This design comes from an exercise in tuning for small area and a short achievable clock period on the open sky130 flow, not from production work. Function was checked by simulation only, so behaviour that the tests miss may differ from the original.

==> v21 <==
Design fpfma, start of the top module:
module fpfma (
    input  wire        clk,
    input  wire        rst_n,
    input  wire        in_valid,
    input  wire [1:0]  in_op,
    input  wire [1:0]  in_rnd,
    input  wire        in_ftz,
    input  wire        in_canon,
    input  wire [31:0] in_a,
    input  wire [31:0] in_b,
    input  wire [31:0] in_c,
    output reg         out_valid,
    output reg  [31:0] out_result,
    output reg  [4:0]  out_flags
);
clock: 28.0 ns
lec_check: 0
abc_area: 1
cap_margin: 40
core_margin: 2
core_utilization: 55
slew_margin: 60
standard.sh (not shown) runs the stock make flow with config.mk's settings and CLKGATE_MAP_FILE= SYNTH_SCRIPT=/design/flow/synth_recipe.tcl, a recipe that flattens the netlist after the stock synthesis.
==> flow/flow/run.sh <==
#!/bin/bash
# The standard layout (the standard.sh, standard synthesis included),
# with two changes to how it is made:
#  - the buffers that buffer_ports puts on the input and output ports are
#    sky130_fd_sc_hd__buf_2 instead of the delay buffer (clkdlybuf4s50_1)
#    the resizer picks by default; every port still gets its own buffer;
#  - repair_timing works with a setup margin of 21.3 ns, so that it speeds
#    up every path slower than 6.7 ns instead of only those that miss the
#    28 ns clock.  The clock, its period and the SDC are unchanged.
# make's output goes to flow.log; each ORFS step keeps its own log under
# orfs/logs/.
set -euo pipefail
bash standard.sh "BUFFER_PORTS_ARGS=-buffer_cell sky130_fd_sc_hd__buf_2" \
    "SETUP_SLACK_MARGIN=21.3" finish > flow.log 2>&1
==> v16: changes against v21 <==
--- a/flow/design.v
+++ b/flow/design.v
@@ -111,42 +111,42 @@
     reg  [4:0]    ztz;
     integer q;
     always @(*) begin
         ztz = 5'd24;
         for (q = 23; q >= 0; q = q - 1)
             if (mz[q]) ztz = q;
     end
     wire          zstk = ~anchor_z & (ztz != 5'd24) & (sh_raw >= $signed({6'd0, ztz}) + (W - 23));
-    wire [W:0]   zrow = {zwin, zstk};
+    wire [W:0]   zrow = {zwin, zstk} ^ {(W+1){eff_sub}};
     wire [W+1:0] px, py;
     fpfma_pp tree (.a(mx), .b(my), .x(px), .y(py));
     reg         m_valid;
     reg [W+1:0] m_px, m_py;
     reg [W:0]   m_z;
     reg signed [10:0] m_tb;
     reg         m_sp, m_effsub, m_ftz, m_den, m_spec, m_inv;
     reg [1:0]   m_rnd;
-    reg [2:0]   m_specres;
+    reg [24:0]  m_specres;
     always @(posedge clk) begin
         m_valid   <= rst_n & r_valid;
-        m_px      <= {px[W+1:26], spec ? spec_res[21:0] : px[25:4], px[3:0]};
+        m_px      <= px;
         m_py      <= py;
         m_z       <= zrow;
         m_tb      <= tb;
         m_sp      <= sp;
         m_effsub  <= eff_sub;
         m_ftz     <= r_ftz;
         m_den     <= den_in;
         m_spec    <= spec;
         m_inv     <= spec_inv;
         m_rnd     <= r_rnd;
-        m_specres <= spec_res[24:22];
+        m_specres <= spec_res;
     end
-    wire [W+1:0] zr2  = {m_effsub, m_z ^ {(W+1){m_effsub}}};
+    wire [W+1:0] zr2  = {m_effsub, m_z};
     wire [W+1:0] s2_s = m_px ^ m_py ^ zr2;
     wire [W+1:0] s2_c = {(m_px[W:0] & m_py[W:0]) | (m_px[W:0] & zr2[W:0]) | (m_py[W:0] & zr2[W:0]), 1'b0};
     wire [W+1:0] cp_p = s2_s ^ s2_c;
     wire [W+1:0] cp_g = s2_s & s2_c;
     reg  [W+1:0] gg, pp;    
     integer k, lv;
     always @(*) begin
         gg = cp_g;
@@ -160,31 +160,31 @@
     end
     wire [W+1:0] c0 = {gg[W:0], 1'b0};
     wire [W+1:0] c1 = {gg[W:0] | pp[W:0], 1'b1};
     wire         neg = m_effsub & (cp_p[W+1] ^ c0[W+1]);
     wire [W:0]   csel = ~m_effsub ? c0[W:0] : (neg ? ~c0[W:0] : c1[W:0]);
     wire [W:0]   mag = cp_p[W:0] ^ csel;
     wire         rsign = m_sp ^ neg;
     wire [6:0]   lim = m_tb[10] ? 7'd0 : ((m_tb > W) ? 7'd127 : m_tb[6:0]);
-    wire [W:0]   stopper = (lim > W) ? {(W+1){1'b0}} : ({{W{1'b0}}, 1'b1} << (W - lim));
-    wire [6:0]   lzc;
-    fpfma_lzc lz (.x(mag | stopper), .z(lzc));
-    wire         mag_zero = ~|mag;
+    wire [6:0]   lzc_raw;
+    fpfma_lzc lz (.x(mag), .z(lzc_raw));
+    wire [6:0]   lzc = (lzc_raw > lim) ? lim : lzc_raw;
+    wire         mag_zero = (lzc_raw == W + 1);
     reg         n_valid;
     reg [W:0]   n_mag;
     reg [6:0]   n_lzc;
     reg         n_zero;
     reg signed [10:0] n_tb;
     reg         n_rsign, n_ftz, n_den, n_spec, n_inv;
     reg [1:0]   n_rnd;
-    reg [2:0]   n_specres;
+    reg [24:0]  n_specres;
     always @(posedge clk) begin
         n_valid   <= rst_n & m_valid;
-        n_mag     <= {mag[W:23], m_spec ? m_px[25:4] : mag[22:1], mag[0]};
+        n_mag     <= mag;
         n_lzc     <= lzc;
         n_zero    <= mag_zero;
         n_tb      <= m_tb;
         n_rsign   <= rsign;
         n_ftz     <= m_ftz;
         n_den     <= m_den;
         n_spec    <= m_spec;
         n_inv     <= m_inv;
@@ -223,17 +223,17 @@
     wire [33:0]  rr = {eb, n_m[22:0]} + {33'd0, inc};
     wire         ovf = ~rr[33] & (rr[32:23] >= 10'd255);
     wire         to_max = (n_rnd == 2'd1) | (n_rnd == 2'd3 & ~n_rsign) | (n_rnd == 2'd2 & n_rsign);
     reg [31:0] res;
     reg [4:0]  flg;
     always @(*) begin
         flg = {n_den, 4'b0000};
         if (n_spec) begin
-            res = {n_specres[2], {8{n_specres[1]}}, n_specres[0], n_mag[22:1]};
+            res = {n_specres[24], {8{n_specres[23]}}, n_specres[22:0]};
             flg[0] = n_inv;
         end else if (n_zero) begin
             res = {(n_rnd == 2'd3), 31'd0};
         end else if (n_ftz & tiny) begin
             res = {n_rsign, 31'd0};
             flg[4:2] = 3'b111;
         end else if (ovf) begin
             res = to_max ? {n_rsign, 31'h7F7F_FFFF} : {n_rsign, 31'h7F80_0000};
==> flow/run.sh (new file) <==
#!/bin/bash
# synth_recipe.tcl (not shown) runs the flow's synth.tcl, then flattens the netlist and writes it again
# the make line also repeats each setting of config.mk as NAME=value (left out here)
make -C /OpenROAD-flow-scripts/flow DESIGN_CONFIG=/design/flow/config.mk WORK_HOME=/design/flow/orfs CLKGATE_MAP_FILE= SYNTH_SCRIPT=/design/flow/synth_recipe.tcl finish
--- a/flow/config.mk
+++ b/flow/config.mk
@@ -4,9 +4,11 @@
 export VERILOG_FILES = /design/flow/design.v
 export SDC_FILE = /design/flow/constraint.sdc
 export NUM_CORES = 4
 export LEC_CHECK = 0
 export ABC_AREA = 1
 export CAP_MARGIN = 40
 export CORE_MARGIN = 2
 export CORE_UTILIZATION = 55
+export CTS_CLUSTER_DIAMETER = 150
+export CTS_CLUSTER_SIZE = 30
 export SLEW_MARGIN = 60
removed: flow/flow/run.sh
removed: flow/standard.sh
==> comparison <==
Between v21 and v16, the lower wire length is in v16 (gap about 8%, measured against v16).
In v21 the worst setup slack is better than in v16, by 380 ps.
In critical path depth, v16 and v21 do not differ.
In v21 the die area is higher than in v16, by about 1.3%.
In v16 the area after synthesis is smaller than in v21, by about 1.3%.

## afterwards: timing with drivers on the ports
Ports are ideal in the flow. The routed layouts listed here were re-timed in OpenROAD. Step 1 assumes that a clkbuf_16 drives the clock port and a buf_2 every other input. Step 2 times the ports against the registers' clock, not the clock port: input delays grow and output delays shrink by t, the midpoint of the rising clock arrivals with the driver on. Slacks: ideal / step 1 / step 2; pairs: ideal / step 1.
| run | t, ns | slack for setup (ns) | hold WS [ns] | worst setup path at the end |
|---|---|---|---|---|
| v21 | 0.681 | 21.308 / 21.236 / 20.905 | 0.306 / 0.306 / 0.306 | input to register |
| v16 | 0.661 | 20.924 / 20.853 / 20.538 | 0.328 / 0.328 / 0.328 | input to register |
After both steps setup and hold are still met in every run listed. For v21, which loses most, drivers alone change the setup slack by -0.072 ns; drivers and shift together by -0.403 ns.
